What follows belongs to an exercise in optimizing a design on an open flow for small area, a short achievable clock period and few clock cycles; a production flow would make more cautious choices. Only simulation tests tie the RTL to the original design; equivalence was not proved. No activity file was given, so power comes from the tool's default toggle rates.

== red ==
==> flow/design.v <==
module lane_fold (
    input  wire        clk,
    input  wire        rst,
    input  wire        in_valid,
    output wire        in_ready,
    input  wire        in_first,
    input  wire [47:0] in_s,
    input  wire [7:0]  in_ea,
    input  wire [7:0]  in_eb,
    input  wire [9:0]  in_anchor,
    output reg         out_valid,
    output reg  [47:0] out_acc,
    output reg         out_sticky,
    output reg         out_loss,
    output reg         out_sat
);
    assign in_ready = 1'b1;
    reg        s1_valid;
    reg        s1_first;
    reg [47:0] s1_s;
    reg [9:0]  s1_ds;         
    reg [9:0]  s1_dc;
    wire [10:0] op_a = {{3{in_ea[7]}}, in_ea};
    wire [10:0] op_b = {{3{in_eb[7]}}, in_eb};
    wire [10:0] op_c = ~{in_anchor[9], in_anchor};
    wire [10:0] csa_s = op_a ^ op_b ^ op_c;
    wire [10:0] csa_c = (op_a & op_b) | (op_a & op_c) | (op_b & op_c);
    always @(posedge clk) begin
        if (rst) s1_valid <= 1'b0;
        else     s1_valid <= in_valid;
        s1_first  <= in_first;
        s1_s      <= in_s;
        s1_ds     <= csa_s[9:0];             
        s1_dc     <= csa_c[9:0];
    end
    wire [48:0] t;
    wire        loss, force_sat;
    fold_shift u_shift (
        .valid(s1_valid), .s(s1_s), .ds(s1_ds), .dc(s1_dc),
        .t(t), .loss(loss), .force_sat(force_sat)
    );
    reg        s2_valid;
    reg        s2_first;
    reg [48:0] s2_t;
    reg        s2_loss;
    reg        s2_force;
    reg        s2_sgn;
    always @(posedge clk) begin
        if (rst) s2_valid <= 1'b0;
        else     s2_valid <= s1_valid;
        s2_first <= s1_first & s1_valid;
        s2_t     <= t;
        s2_loss  <= loss;
        s2_force <= force_sat;
        s2_sgn   <= s1_s[47];
    end
    wire [47:0] acc_next;
    wire        sat;
    fold_add u_add (
        .acc(out_acc), .first(s2_first), .t(s2_t), .cin(s2_sgn & s2_loss),
        .force_sat(s2_force), .sgn(s2_sgn), .acc_next(acc_next), .sat(sat)
    );
    wire sticky_next = (s2_first ? 1'b0 : out_sticky) | (s2_loss & s2_valid);
    always @(posedge clk) begin
        if (rst) out_valid <= 1'b0;
        else     out_valid <= s2_valid;
        out_acc    <= acc_next;
        out_sticky <= sticky_next;
        out_loss   <= s2_loss;
        out_sat    <= sat;
    end
endmodule
module fold_shift (
    input  wire        valid,
    input  wire [47:0] s,
    input  wire [9:0]  ds,
    input  wire [9:0]  dc,
    output reg  [48:0] t,
    output wire        loss,
    output wire        force_sat
);
    wire [10:0] d     = {ds[9], ds} + {dc, 1'b1};
    wire [5:0]  k     = d[5:0];
    wire        dneg  = d[10];
    wire        big_l = !dneg && ((d[9:6] != 4'd0) || (k[5] && k[4]));
    wire        big_r = dneg && !((d[9:6] == 4'hf) && (k >= 6'd17));
    wire        sgn   = s[47];
    wire        s_nz  = |s;
    wire        rmode = dneg | !valid;
    wire        bigr  = big_r | !valid;
    wire [63:0] r0 = {{16{sgn}}, s};
    wire [63:0] r1 = k[0] ? {r0[62:0], r0[63]}    : r0;
    wire [63:0] r2 = k[1] ? {r1[61:0], r1[63:62]} : r1;
    wire [63:0] r3 = k[2] ? {r2[59:0], r2[63:60]} : r2;
    wire [63:0] r4 = k[3] ? {r3[55:0], r3[63:56]} : r3;
    wire [63:0] r5 = k[4] ? {r4[47:0], r4[63:48]} : r4;
    wire [63:0] r6 = k[5] ? {r5[31:0], r5[63:32]} : r5;
    reg  [63:0] th;
    integer j;
    always @(*) begin
        for (j = 0; j < 64; j = j + 1)
            th[j] = (j < k);
    end
    reg loss_r, ovf_l;
    integer i;
    always @(*) begin
        for (i = 0; i < 49; i = i + 1)
            t[i] = rmode ? ((th[i] && !bigr) ? r6[i] : sgn)
                         : (th[i] ? 1'b0 : r6[i]);
        loss_r = 1'b0;
        for (i = 0; i < 48; i = i + 1)
            loss_r = loss_r | (s[i] & !th[63-i]);
        ovf_l = 1'b0;
        for (i = 1; i < 47; i = i + 1)
            ovf_l = ovf_l | ((s[i] ^ sgn) & th[47-i]);
    end
    assign loss      = rmode & (bigr ? s_nz : loss_r);
    assign force_sat = valid & !dneg & (big_l ? s_nz : ovf_l);
endmodule
module fold_add (
    input  wire [47:0] acc,
    input  wire        first,
    input  wire [48:0] t,
    input  wire        cin,
    input  wire        force_sat,
    input  wire        sgn,
    output wire [47:0] acc_next,
    output wire        sat
);
    wire [47:0] base = first ? 48'd0 : acc;
    wire [47:0] sum48;
    add_sk #(48) u_sum (.a({1'b0, base[46:0]}), .b({1'b0, t[46:0]}), .ci(cin), .s(sum48));
    wire [46:0] lo_s = sum48[46:0];
    wire        c47  = sum48[47];
    wire        z    = (lo_s == 47'd0);
    wire a47 = base[47];
    wire t47 = t[47];
    wire t48 = t[48];
    wire up1 = a47 ? (t47 & c47) : (t47 | c47);      
    wire eqm = a47 & !t47 & !c47;                     
    wire eq1 = a47 ? (t47 & c47) : (t47 ^ c47);       
    wire sat_a = force_sat | (!t48 & up1) | (t48 & !up1);
    wire at_min = (t48 ? eq1 : eqm) & z;
    wire neg = force_sat ? sgn : t48;
    wire [47:0] v = {a47 ^ t47 ^ c47, lo_s[46:1], lo_s[0] | at_min};
    assign acc_next = sat_a ? (neg ? 48'h8000_0000_0001 : 48'h7fff_ffff_ffff) : v;
    assign sat = sat_a | at_min;
endmodule
module add_sk #(parameter W = 48, parameter LOGW = 6) (input [W-1:0] a, input [W-1:0] b, input ci, output [W-1:0] s);
    reg [W-1:0] g, p;
    integer i, j;
    always @* begin
        p = a ^ b; g = a & b;
        g[0] = g[0] | (p[0] & ci);
        for (i = 0; i < LOGW; i = i+1)
            for (j = 0; j < W; j = j + 1)
                if ((j >> i) & 1) begin
                    g[j] = g[j] | p[j] & g[((j >> i) << i) - 1];
                    p[j] = p[j] & p[((j >> i) << i) - 1];
                end
    end
    assign s = a ^ b ^ {g[W-2:0], ci};
endmodule
==> flow/config.mk <==
export PLATFORM = sky130hd
export DESIGN_NAME = lane_fold
export DESIGN_NICKNAME = lane_fold
export VERILOG_FILES = /design/flow/design.v
export SDC_FILE = /design/flow/constraint.sdc
export NUM_CORES = 4
export LEC_CHECK = 0
export CAP_MARGIN = 15
export CORE_MARGIN = 2
export CORE_UTILIZATION = 60
export CTS_BUF_LIST = sky130_fd_sc_hd__clkbuf_16 sky130_fd_sc_hd__clkbuf_8
export SLEW_MARGIN = 15
export SYNTH_HIERARCHICAL = 1
==> flow/constraint.sdc <==
create_clock -name core_clock -period 20.0 [get_ports {clk}]
set_input_delay 4.0000 -clock core_clock [delete_from_list [all_inputs] [get_ports {clk}]]
set_output_delay 4.0000 -clock core_clock [all_outputs]
set_load 0.01 [all_outputs]
standard.sh (not shown) runs the stock make flow with config.mk's settings and CLKGATE_MAP_FILE= SYNTH_SCRIPT=/design/flow/synth_recipe.tcl, a recipe that flattens the netlist after the stock synthesis.
==> flow/flow/run.sh <==
#!/bin/bash
# The standard layout, except that:
# - buffer_ports gives every input and output port a buf_2 (inputs then
#   become buf_1) instead of the resizer's default delay buffer;
# - the resizer's setup repair aims at a slack margin of SETUP_MARGIN ns, so
#   that it works on paths longer than (period - margin) while the clock and
#   the constraints stay those of the design.
set -euo pipefail
here=$(pwd)
SETUP_MARGIN=${SETUP_MARGIN:-15}
bash standard.sh "BUFFER_PORTS_ARGS=-buffer_cell sky130_fd_sc_hd__buf_2" \
    PRE_RESIZE_TCL="$here/flow/inbuf.tcl" \
    SETUP_SLACK_MARGIN=$SETUP_MARGIN finish > "$here/standard.log" 2>&1
==> flow/flow/inbuf.tcl <==
# The input port buffers drive a single register or gate each: use buf_1
# for them instead of the buf_2 that buffer_ports put on every port.
foreach inst [[ord::get_db_block] getInsts] {
  if {[regexp {^input[0-9]+$} [$inst getName]] &&
      [[$inst getMaster] getName] eq "sky130_fd_sc_hd__buf_2"} {
    replace_cell [sta::find_instance [$inst getName]] sky130_fd_sc_hd__buf_1
  }
}
Testbench counts of red, summed over its fixed seeds: cycles 480,024.
Changes in blue relative to red:
# red
export LEC_CHECK = 0
export CAP_MARGIN = 15
export CORE_MARGIN = 2
export CORE_UTILIZATION = 60
export CTS_BUF_LIST = sky130_fd_sc_hd__clkbuf_16 sky130_fd_sc_hd__clkbuf_8
export SLEW_MARGIN = 15
export SYNTH_HIERARCHICAL = 1
create_clock -name core_clock -period 20.0 [get_ports {clk}]
# blue
export LEC_CHECK = 0
export CAP_MARGIN = 15
export CORE_MARGIN = 2
export CORE_UTILIZATION = 60
export CTS_BUF_LIST = sky130_fd_sc_hd__clkbuf_8
export SLEW_MARGIN = 15
export SYNTH_HIERARCHICAL = 1
create_clock -name core_clock -period 20.0 [get_ports {clk}]
## What came out
- Comparing blue with red, the share of the cycle needed by the critical path after routing came out essentially unchanged.
- Taking red as the reference, in blue worst hold slack up 3.8 ps, total power fell 2.7%.

* * *

// lane_fold: RTL as listed in full above, without the edits since
Settings: LEC_CHECK=0, CAP_MARGIN=15, CORE_MARGIN=2, CORE_UTILIZATION=60, CTS_BUF_LIST=sky130_fd_sc_hd__clkbuf_8, SLEW_MARGIN=15, SYNTH_HIERARCHICAL=1; clock period 20.0 ns.
==> flow/flow/run.sh <==
#!/bin/bash
# The standard layout, except that:
# - buffer_ports gives every input and output port a buf_2 (inputs then
#   become buf_1) instead of the resizer's default delay buffer;
# - the resizer's setup repair aims at a slack margin of SETUP_MARGIN ns, so
#   that it works on paths longer than (period - margin) while the clock and
#   the constraints stay those of the design.
set -euo pipefail
here=$(pwd)
SETUP_MARGIN=${SETUP_MARGIN:-15.15}
bash standard.sh "BUFFER_PORTS_ARGS=-buffer_cell sky130_fd_sc_hd__buf_2" \
    PRE_RESIZE_TCL="$here/flow/inbuf.tcl" \
    SETUP_SLACK_MARGIN=$SETUP_MARGIN finish > "$here/standard.log" 2>&1
Scripts as last shown in full above: flow/flow/inbuf.tcl
Testbench counts at the start, summed over its fixed seeds: cycles 480,024.
Then changed:
==> flow/flow/run.sh (replaced) <==
#!/bin/bash
# The standard layout, except that buffer_ports gives every input and output
# port a buf_2 (inputs then become buf_1) instead of the resizer's default
# delay buffer.
set -euo pipefail
here=$(pwd)
bash standard.sh "BUFFER_PORTS_ARGS=-buffer_cell sky130_fd_sc_hd__buf_2" \
    PRE_RESIZE_TCL="$here/flow/inbuf.tcl" finish > "$here/standard.log" 2>&1
Effect: The changed run produced a clean layout; synthesized area is unchanged; worst setup slack loses 0.62 ns; hold slack loses 0.012 ns; routed wire length falls by about 5%.

==> what the ideal ports hide <==
How much do the figures lean on ideal ports? The routed layouts below were timed once more, with nothing changed but the port constraints.
Step 1 (the two cells are an assumption about what drives the block):
set clk [get_ports {clk}]
set_driving_cell -lib_cell sky130_fd_sc_hd__clkbuf_16 $clk
set_driving_cell -lib_cell sky130_fd_sc_hd__buf_2 [delete_from_list [all_inputs] $clk]
Step 2, shift: input delay + t, output delay - t, t = (earliest + latest rising clock arrival at the registers) / 2. This alone moves slack from input paths to output paths.
Three values: ideal, step 1, step 2; two values: the first two.
run	t, ns	setup WS [ns]	worst hold slack (ns)	worst data-port slew with drivers (ns)
red	0.494	15.034 / 14.982 / 15.106	0.406 / 0.406 / 0.406	0.04
blue	0.532	15.018 / 14.968 / 15.111	0.410 / 0.410 / 0.410	0.04
the first run of note 2	0.529	15.020 / 14.973 / 15.113	0.422 / 0.422 / 0.422	0.04
the second run of note 2	0.534	14.396 / 14.396 / 14.396	0.410 / 0.410 / 0.410	0.04
After both steps every run listed still meets setup and hold.
